Source: an optimization exercise on an open RTL-to-GDS flow (aim: small area, a short achievable clock period and few clock cycles per item). Production flows keep margins and buffers that such runs may drop. No functional check of the RTL was part of any run shown here. Power and IR drop assume default switching activity.

==> flow/design.v (outline; a module is shown in full before it is edited, if it fits) <==
// module zlc_tilechk: 96 lines
// module tc_header_a: 123 lines
// module tc_header_b: 14 lines
// module tc_xmin: 29 lines
// module tc_nm1: 267 lines
// module tc_crc_step: 1648 lines
module zlc_tilechk (
    input  wire         clk,
    input  wire         rst,          
    input  wire [15:0]  cfg_lenm1,    
    input  wire         in_valid,
    output wire         in_ready,
    input  wire [255:0] in_data,      
    input  wire         in_first,
    input  wire         in_last,
    output wire         res_valid,
    output wire [2:0]   res_check,    
    output wire [31:0]  res_crc       
);
  // ...
==> flow/flow/run.sh <==
#!/bin/bash
# Standard layout, with the ports buffered by sky130_fd_sc_hd__buf_2
# instead of the buffer that buffer_ports picks by default.
set -e
export BUFFER_PORTS_ARGS="-buffer_cell sky130_fd_sc_hd__buf_2"
bash standard.sh > standard.log 2>&1
==> flow/standard.sh <==
#!/bin/bash
# synth_recipe.tcl (not shown) runs the flow's synth.tcl, then flattens the netlist and writes it again
# the make line also repeats each setting of config.mk as NAME=value (left out here)
make -C /OpenROAD-flow-scripts/flow DESIGN_CONFIG=/design/flow/config.mk WORK_HOME=/design/flow/orfs CLKGATE_MAP_FILE= SYNTH_SCRIPT=/design/flow/synth_recipe.tcl "${@:-finish}"
==> flow/config.mk <==
export PLATFORM = sky130hd
export DESIGN_NAME = zlc_tilechk
export DESIGN_NICKNAME = zlc_tilechk
export VERILOG_FILES = /design/flow/design.v
export SDC_FILE = /design/flow/constraint.sdc
export NUM_CORES = 4
export LEC_CHECK = 0
export ABC_CLOCK_PERIOD_IN_PS = 30000
export CAP_MARGIN = 20
export CORE_MARGIN = 2
export CORE_UTILIZATION = 40
export SLEW_MARGIN = 20
==> flow/constraint.sdc <==
create_clock -name core_clock -period 50.0 [get_ports {clk}]
set_input_delay 10.0000 -clock core_clock [delete_from_list [all_inputs] [get_ports {clk}]]
set_output_delay 10.0000 -clock core_clock [all_outputs]
set_load 0.01 [all_outputs]
==> reports/results.ini, run 1 <==
[logic_synthesis]
syn_avg_cell_area_um2=8.876
yosys.area.top_type=xnor2_1
ys_async_sr_fraction_pct=0
synth_top_area_share_pct=42.45
synth_top_family_by_area=XOR/XNOR gates
yosysMostFrequentCell=xnor2_1

[cells_and_area]
most-common-layout-cells=xnor2_1, xor2_1, buf_2
buffers=352
clock_buffers=17
n_antenna_cell=1
final_area_um2=30400
clock_area_share_pct=1.909
area_delta_synth_final_pct=11.14

[place]
place_congestion=1.129
place_area_um2=29820

[power]
intPower_mw=1.188
p_comb_mw=2.22
seqPwrFrac_pct=10.8

[clock_tree]
clkSinkCount=138
post_cts_resized=0

[global_route]
grt_max_degree=76
use_met2_pct=64.12
grt_pass1_wl_mm=211.3

[route]
wl_met3_mm=20.59
antenna_left=0

[timing]
setup_viol=0

[outcome]
status=complete, no violations

==> run 2: changes to the inputs <==
--- a/flow/flow/run.sh
+++ b/flow/flow/run.sh
@@ -3,4 +3,5 @@
 # instead of the buffer that buffer_ports picks by default.
 set -e
 export BUFFER_PORTS_ARGS="-buffer_cell sky130_fd_sc_hd__buf_2"
+export SETUP_SLACK_MARGIN=36.5
 bash standard.sh > standard.log 2>&1
==> run 2 against run 1 <==
  * Maximum frequency increased by 4.0%
  * Combinational power is essentially flat
  * Sequential share of layout area shrank 0.31 points
  * Routed wire length fell by 2.4%
  * Worst setup slack better by 0.55 ns
  * Via count up 0.28%
  * Die area stayed put
  * Design area is 2.8% higher
  * First-iteration DRC count is 6.7% lower
  * Non-clock buffer count rose by 35
  * Critical path type unchanged
  * Clock skew fell by 0.0094 ns
  * Count of clock-buffer cells in the layout is 3 higher
  * Largest cell class unchanged
  * Critical endpoint is now y_q[10]$_DFFE_PP_
==> reports/results.ini, run 2 <==
[place]
dpl.cell_count=4167
io_buffer_count=312
dpl.hpwl_mm=137.6
place_congestion=1.108  ; -1.9%

[critical_path]
end_kind=register
critical_path_required_ns=50.20
crit_family=XOR/XNOR gates
critPathMostFrequentCell=xnor2_1
crit_path_max_fanout=5
cp.buffers_inverters=1
slowest_delay_ns=0.89
worst_setup_path_start_kind=input pin
r2r_cells=13
cp_cell_sequence=buf_2, xor2_1, xnor2_1, xor2_1, xnor2_1, xnor2_1, xor2_1, xnor2_1, xnor2_1, xnor2_1
arrival_ns=13.92
path_depth=10
slowest_stage=xor2_1
critPathKind=input pin to register

[logic_synthesis]
synth_area_um2=27360
yosys.area.top_type=xnor2_1
synthMuxAreaShare_pct=0.3064
ys_async_sr_fraction_pct=0  ; unchanged
synth_edf_count=77
synth_cells=3082
synthAdderAreaFrac_pct=9.367
ys_ff_latch=138
ys_types=74
yosys.area_share.simple_pct=8.672
synth_area_leaders=xnor2_1, xor2_1, edfxtp_1
synth_ff_type=edfxtp_1
synth_top_family_by_area=XOR/XNOR gates
synth_xor_area_share_pct=58.69
synth_top_area_share_pct=42.45  ; unchanged
syn_avg_cell_area_um2=8.876  ; unchanged
synth_compound_area_share_pct=5.649
synth_commonest_cells=xnor2_1, xor2_1, inv_1, nand2_1, clkbuf_1
yosysMostFrequentCell=xnor2_1
yosys_warnings=3
ys_seq_area_share_pct=12.92

[route]
wl_met3_mm=21.14  ; +2.6%
drc_errors=0
firstDrtPassIters=5
m1WireLength_mm=64.24
vias=24270
wirelength_mm=159.7
highest_layer=met5
vias_per_cell=5.729
met2_length_mm=63.77
antenna_left=0  ; unchanged
initialDrtViolationCount=3545
drt-wirelength-per-cell_um=37.70

[clock_tree]
numCtsBuffers=17
root_buffer=clkbuf_16
cts_buffer_depth=2
hold_buffers=0
cts_htree_levels=4
path_clk_slew_ns=0.07
cts_tree=yes
clkSinkCount=138  ; unchanged
clock_latency_ns=0.45

[cells_and_area]
final_cell_count_no_fill=4236
area_delta_synth_final_pct=14.22
n_fill_cell=6784
multi_input_area_um2=22990
top_regs=field_q x32, y_q x32
final_common_cell=xnor2_1
most-common-layout-cells=xnor2_1, xor2_1, buf_2
finalNetCount=3778
drive_gt1_share_pct=17.35
seq_area_um2=3535
final_util_pct=46.36

[global_route]
grt_pass1_vias=23010
grt_max_degree=76  ; unchanged
gr-total-overflow=0
grt_use_total_pct=44.40
grt_pass1_wl_mm=207.5  ; -1.8%
antenna_found_initial=5

[timing]
hold_viol=0
min_period_ns=13.71
fin_tns_setup_ns=0
worst_pin_slew_ns=1.215
fmax_mhz=72.91
rsz0062_at_grt=true
setup_viol=0  ; unchanged
period_share_pct=27.43
slew_viol_final=0
maxSlewHeadroom_pct=18.75
skew_ns=0.009196

[power]
powerDensity_nw_per_um2=84.98
p_leak_nw=11.43
vdd_ir_drop_max_v=0.00006178

[die]
placeableCoreArea_um2=67400
die_y_um=265.5
dieArea_um2=70500
boundaryPins=314
start_util_pct=40.59
die_x_um=265.5
row_count=95

[hold_path]
min_path_cells=1
worst_hold_path_type=register to register

[job]
drv_cap=0

[outcome]
status=complete, no violations

run 2: cell counts after synthesis:
Identical to the previous run, type by type.
run 2: cell families after synthesis:
family / after synthesis
adders and majority gates: 156
DFF: 138
muxes: 7
xor gates and xnor gates: 1757
other: 1
AOI/OAI and AO/OA: 237
buffers and inverters: 309
and+or+nand+nor: 477
run 2: worst reg2reg max path, stage by stage (launching register included):
cell	delay, ns
edfxtp_1	0.33
buf_4	0.60
inv_1	0.12
buf_4	0.28
nor2_8	0.57
nand2_1	0.23
xor2_2	0.37
xor2_1	0.92
xor2_2	0.39
xnor2_1	0.80
xnor2_1	0.20
xnor2_1	0.22
xnor2_1	0.11
xnor2_1	0.49
run 2: worst paths after layout:
kind | startpoint | end | slack, ns
setup / recovery | in_data[210] | y_q[10]$_DFFE_PP_ | 36.29
hold / removal | first_q$_DFF_P_ | hfail_q[0]$_DFFE_PP_ | 0.54
setup reg to reg | hdr_q$_DFFE_PP_ | y_q[8]$_DFFE_PP_ | 44.10
hold reg to reg | first_q$_DFF_P_ | hfail_q[0]$_DFFE_PP_ | 0.54
run 2: metrics by stage:
| step | hold WS, ns | power, mW | area, µm² | setup slack (ns) |
|---|---|---|---|---|
| 6_report | 0.5414 | 2.655 | 31250 | 36.29 |
| 5_1_grt | 0.5687 | 2.707 | 31240 | 36.26 |
| 4_1_cts | 0.5428 | 2.561 | 30650 | 36.34 |
| 3_5_place_dp | 0.5271 | 2.427 | 29850 | 35.55 |
| 3_3_place_gp | 0.5144 | 2.432 | 29850 | 35.56 |
| 2_1_floorplan | 0.4772 | 1.707 | 27480 | 35.92 |
run 2: power by group:
group | internal, mW | total (mW) | leakage [nW] | switching [mW]
Clock | 0.0705 | 0.127 | 0.284 | 0.0568
Sequential | 0.227 | 0.284 | 1.23 | 0.0571
Combinational | 0.910 | 2.24 | 9.92 | 1.33
run 2: what timing repair did:
action / 4_1_cts / 5_1_grt
setup endpoints to repair: 29 / 24
gates resized for setup: 44 / 85
setup buffers: 9 / 22
cloned: 0 / 2
pin swaps: 13 / 26
run 2: per-layer routing:
metal | global-route usage (%) | vias to the layer above
li1 | - | 10240
met1 | 60.05 | 11790
met2 | 63.10 | 1840
met3 | 13.40 | 394
met4 | 23.36 | 2
met5 | 0 | -
run 2: cell type report:
type | instances | area share (%)
Antenna cell | 3 | 0.02403
Clock buffer | 20 | 1.534
Clock inverter | 12 | 0.3083
Inverter | 167 | 2.126
Multi-Input combinational cell | 2636 | 73.58
Sequential cell | 138 | 11.31
Tap cell | 873 | 3.496
Timing Repair Buffer | 387 | 7.617
==> run 3: changes to the inputs <==
==> flow/flow/run.sh (replaced) <==
#!/bin/bash
# Standard layout, with the ports buffered by sky130_fd_sc_hd__buf_2
# instead of the buffer that buffer_ports picks by default.
set -e
export BUFFER_PORTS_ARGS="-buffer_cell sky130_fd_sc_hd__buf_2"
export SETUP_SLACK_MARGIN=36.0
bash standard.sh > standard.log 2>&1
==> run 3 against run 2 <==
  * Worst setup slack got worse by 0.20 ns
  * Synthesized cell count did not move
  * Still clean
  * Largest cell class unchanged
  * Worst hold slack got worse by 0.011 ns
  * Combinational power barely moved
  * Critical path depth rose by 2
  * Non-clock buffer count fell by 14
  * Register-to-register slack barely moved
  * Synthesized area did not move
  * Sequential share of layout area rose by 0.20 points
  * Global-route usage rose by 1.2 points
  * Routed wire length rose by 2.5%
==> reports/results.ini, run 3 <==
[critical_path]
slowest_delay_ns=0.86  ; -0.03 ns
r2r_setup_slack_ns=44.10  ; about the same
slowest_stage=xnor2_1
worst_setup_path_start_kind=input pin
cp.buffers_inverters=2  ; +1
crit_path_max_fanout=7  ; +2
crit_family=XOR/XNOR gates
cp_cell_sequence=buf_2, xnor2_2, buf_4, xor2_1, xnor2_1, xnor2_1, xnor2_1, xnor2_1, xnor2_1, xnor2_1, xnor2_1, xnor2_1
end_kind=register
critPathMostFrequentCell=xnor2_1
arrival_ns=14.10  ; +0.18 ns
critPathKind=input pin to register
critical_path_required_ns=50.18  ; -0.02 ns

[power]
intPower_mw=1.195  ; -1.1%
p_sw_mw=1.475  ; +1.9%
vdd_ir_drop_max_v=0.00007037  ; +14%
powerDensity_nw_per_um2=87.01  ; +2.4%
p_clk_share_pct=4.9  ; about the same
p_leak_nw=11.23  ; -1.8%
switching_share_pct=55.25  ; +0.75 points
combinationalPowerShare_pct=84.4  ; about the same
seqPwrFrac_pct=10.6  ; about the same

[route]
antenna_left=0  ; unchanged
initialDrtViolationCount=3610  ; +1.8%
firstDrtPassIters=5  ; unchanged
drc_errors=0  ; unchanged
drt-wirelength-per-cell_um=38.74  ; +2.8%
wirelength_mm=163.6  ; +2.5%
vias_per_cell=5.758  ; +0.51%
vias=24320  ; +0.20%

[cells_and_area]
top_regs=field_q x32, y_q x32
final_util_pct=45.52  ; -0.84 points
drive_gt1_share_pct=15.54  ; -1.8 points
n_fill_cell=6817  ; +0.49%
area_delta_synth_final_pct=12.15
final_common_cell=xnor2_1
finalNetCount=3764  ; -0.37%
most-common-layout-cells=xnor2_1, xor2_1, buf_2

[clock_tree]
numCtsBuffers=17  ; unchanged
cts_buffer_depth=2  ; unchanged
hold_buffers=0  ; unchanged
clock_latency_ns=0.47  ; +0.02 ns
clkSinkCount=138  ; unchanged
root_buffer=clkbuf_16
path_clk_slew_ns=0.07  ; about the same
cts_tree=yes
cts_htree_levels=4  ; unchanged

[timing]
setup_viol=0  ; unchanged
slew_viol_final=0  ; unchanged
rsz0062_at_grt=true
maxSlewHeadroom_pct=15.12  ; -3.6 points
fin_tns_setup_ns=0  ; unchanged
hold_ws_ns=0.5308  ; -0.01063 ns
skew_ns=0.02112  ; +0.01192 ns
worst_pin_slew_ns=1.262  ; +0.04691 ns
worst_slack_ns=36.08  ; -0.2042 ns
hold_viol=0  ; unchanged
fmax_mhz=71.84  ; -1.5%
min_period_ns=13.92  ; +0.2042 ns
period_share_pct=27.84  ; +0.41 points

[die]
row_count=95  ; unchanged
dieArea_um2=70500  ; unchanged
placeableCoreArea_um2=67400  ; unchanged
start_util_pct=40.59  ; unchanged
die_y_um=265.5  ; unchanged
boundaryPins=314  ; unchanged
die_x_um=265.5  ; unchanged

[place]
dpl.hpwl_mm=141.9  ; +3.2%
place_congestion=1.142  ; +3.0%
io_buffer_count=312  ; unchanged
pre_cts_ws_ns=35.30  ; -0.2463 ns

[logic_synthesis]
synth_commonest_cells=xnor2_1, xor2_1, inv_1, nand2_1, clkbuf_1
synth_cells=3082  ; unchanged
yosysMostFrequentCell=xnor2_1
ys_types=74  ; unchanged
synth_ff_type=edfxtp_1
syn_avg_cell_area_um2=8.876  ; unchanged
ys_seq_area_share_pct=12.92  ; unchanged
yosys.area.top_type=xnor2_1
synth_area_leaders=xnor2_1, xor2_1, edfxtp_1
ys_async_sr_fraction_pct=0  ; unchanged
synth_top_area_share_pct=42.45  ; unchanged
yosys_warnings=3  ; unchanged
synth_area_um2=27360  ; unchanged
ys_ff_latch=138  ; unchanged
synth_edf_count=77  ; unchanged

[global_route]
grt_pass1_vias=22790  ; -0.96%
antenna_found_initial=6  ; +1
gr-total-overflow=0  ; unchanged
grt_use_total_pct=45.62  ; +1.2 points
grt_pass1_wl_mm=211.4  ; +1.9%
grt_max_degree=76  ; unchanged

[job]
drv_cap=0  ; unchanged

[outcome]
status=complete, no violations

[hold_path]
worst_hold_path_type=register to register

## run 3: cell counts after synthesis
No cell type changed its count.
## run 3: layer usage
metal,global-route usage [%],share of wire [%]
met5,0,0.024
met4,25.04,6.3
met3,13.28,12
met2,64.16,40
met1,62.17,41
## run 3: worst paths after layout
| kind | startpoint | depth (start not counted) | endpoint |
|---|---|---|---|
| worst min register to register | first_q$_DFF_P_ | 1 | hfail_q[0]$_DFFE_PP_ |
| worst max-delay path | in_data[70] | 12 | y_q[21]$_DFFE_PP_ |
| worst max register to register | hdr_q$_DFFE_PP_ | 13 | y_q[12]$_DFFE_PP_ |
| worst min-delay path | first_q$_DFF_P_ | 1 | hfail_q[0]$_DFFE_PP_ |
## run 3: kinds of logic after synthesis
logic type               Yosys count  share of synthesized area (%)
XOR/XNOR                        1757                          58.69
AND/OR/NAND/NOR                  477                          8.672
buffers and inverters            309                          4.391
AO/OA/AOI/OAI                    237                          5.649
adder cells (fa/ha/maj)          156                          9.367
flip-flops                       138                          12.92
multiplexers                       7                         0.3064
other                              1                        0.01371
## run 3: metrics by stage
stage | cell area, µm² | instances | power, mW
4_1_cts | 30520 | 4208 | 2.593
3_5_place_dp | 29920 | 4175 | 2.457
6_report | 30680 | 4223 | 2.669
3_3_place_gp | 29890 | 4175 | 2.462
5_1_grt | 30670 | 4219 | 2.704
2_1_floorplan | 27450 | 3083 | 1.706
## run 3: power groups by stage
stage          Clock (mW)  Sequential, mW  Combinational [mW]
2_1_floorplan           0           0.246                1.46
3_3_place_gp            0           0.281                2.18
3_5_place_dp            0           0.280                2.18
4_1_cts             0.132           0.279                2.18
5_1_grt             0.136           0.282                2.29
6_report            0.132           0.284                2.25
## run 3: final cells by class
class / instances / area (µm²) / area share, %
Multi-Input combinational cell: 2636 / 22750 / 74.16
Sequential cell: 138 / 3533 / 11.52
Timing Repair Buffer: 373 / 2056 / 6.701
Tap cell: 873 / 1092 / 3.560
Inverter: 167 / 654.4 / 2.133
Clock buffer: 17 / 425.4 / 1.387
Clock inverter: 15 / 156.4 / 0.5098
Antenna cell: 4 / 10.01 / 0.03263
## run 3: repair_timing
| item | CTS | global route |
|---|---|---|
| cloned | 0 | 0 |
| resized for setup | 2 | 29 |
| buffers inserted | 1 | 10 |
| pin swaps | 0 | 0 |
| setup endpoints to repair | 9 | 15 |

==> what the ideal ports hide <==
The results above use ideal ports. As a check the final layouts listed here were re-extracted and re-timed, cells and wires unchanged.
Step 1 sets driving cells, clkbuf_16 on the clock port and buf_2 on the other inputs (assumed; they add their load-dependent delay and slew).
Step 2 times the ports against the registers' clock, not the clock port: input delays grow and output delays shrink by t, the midpoint of the rising clock arrivals with the driver on.
Three values: no drivers, after step 1, after step 2; two values: the first two.
run	t, ns	setup slack, ns	hold WS [ns]	clock arrival spread, ns	worst register clock-pin slew, ns
run 1	0.524	35.734 / 35.750 / 35.226	0.529 / 0.529 / 0.529	0.019 / 0.020	0.08 / 0.08
run 2	0.500	36.285 / 36.313 / 35.813	0.541 / 0.541 / 0.541	0.013 / 0.013	0.07 / 0.07
run 3	0.510	36.081 / 36.114 / 35.603	0.531 / 0.531 / 0.531	0.021 / 0.021	0.08 / 0.08
After both steps every run listed still meets setup and hold. The setup slack of run 1, which loses most, moves by +0.016 ns with the drivers and by -0.508 ns with both steps.
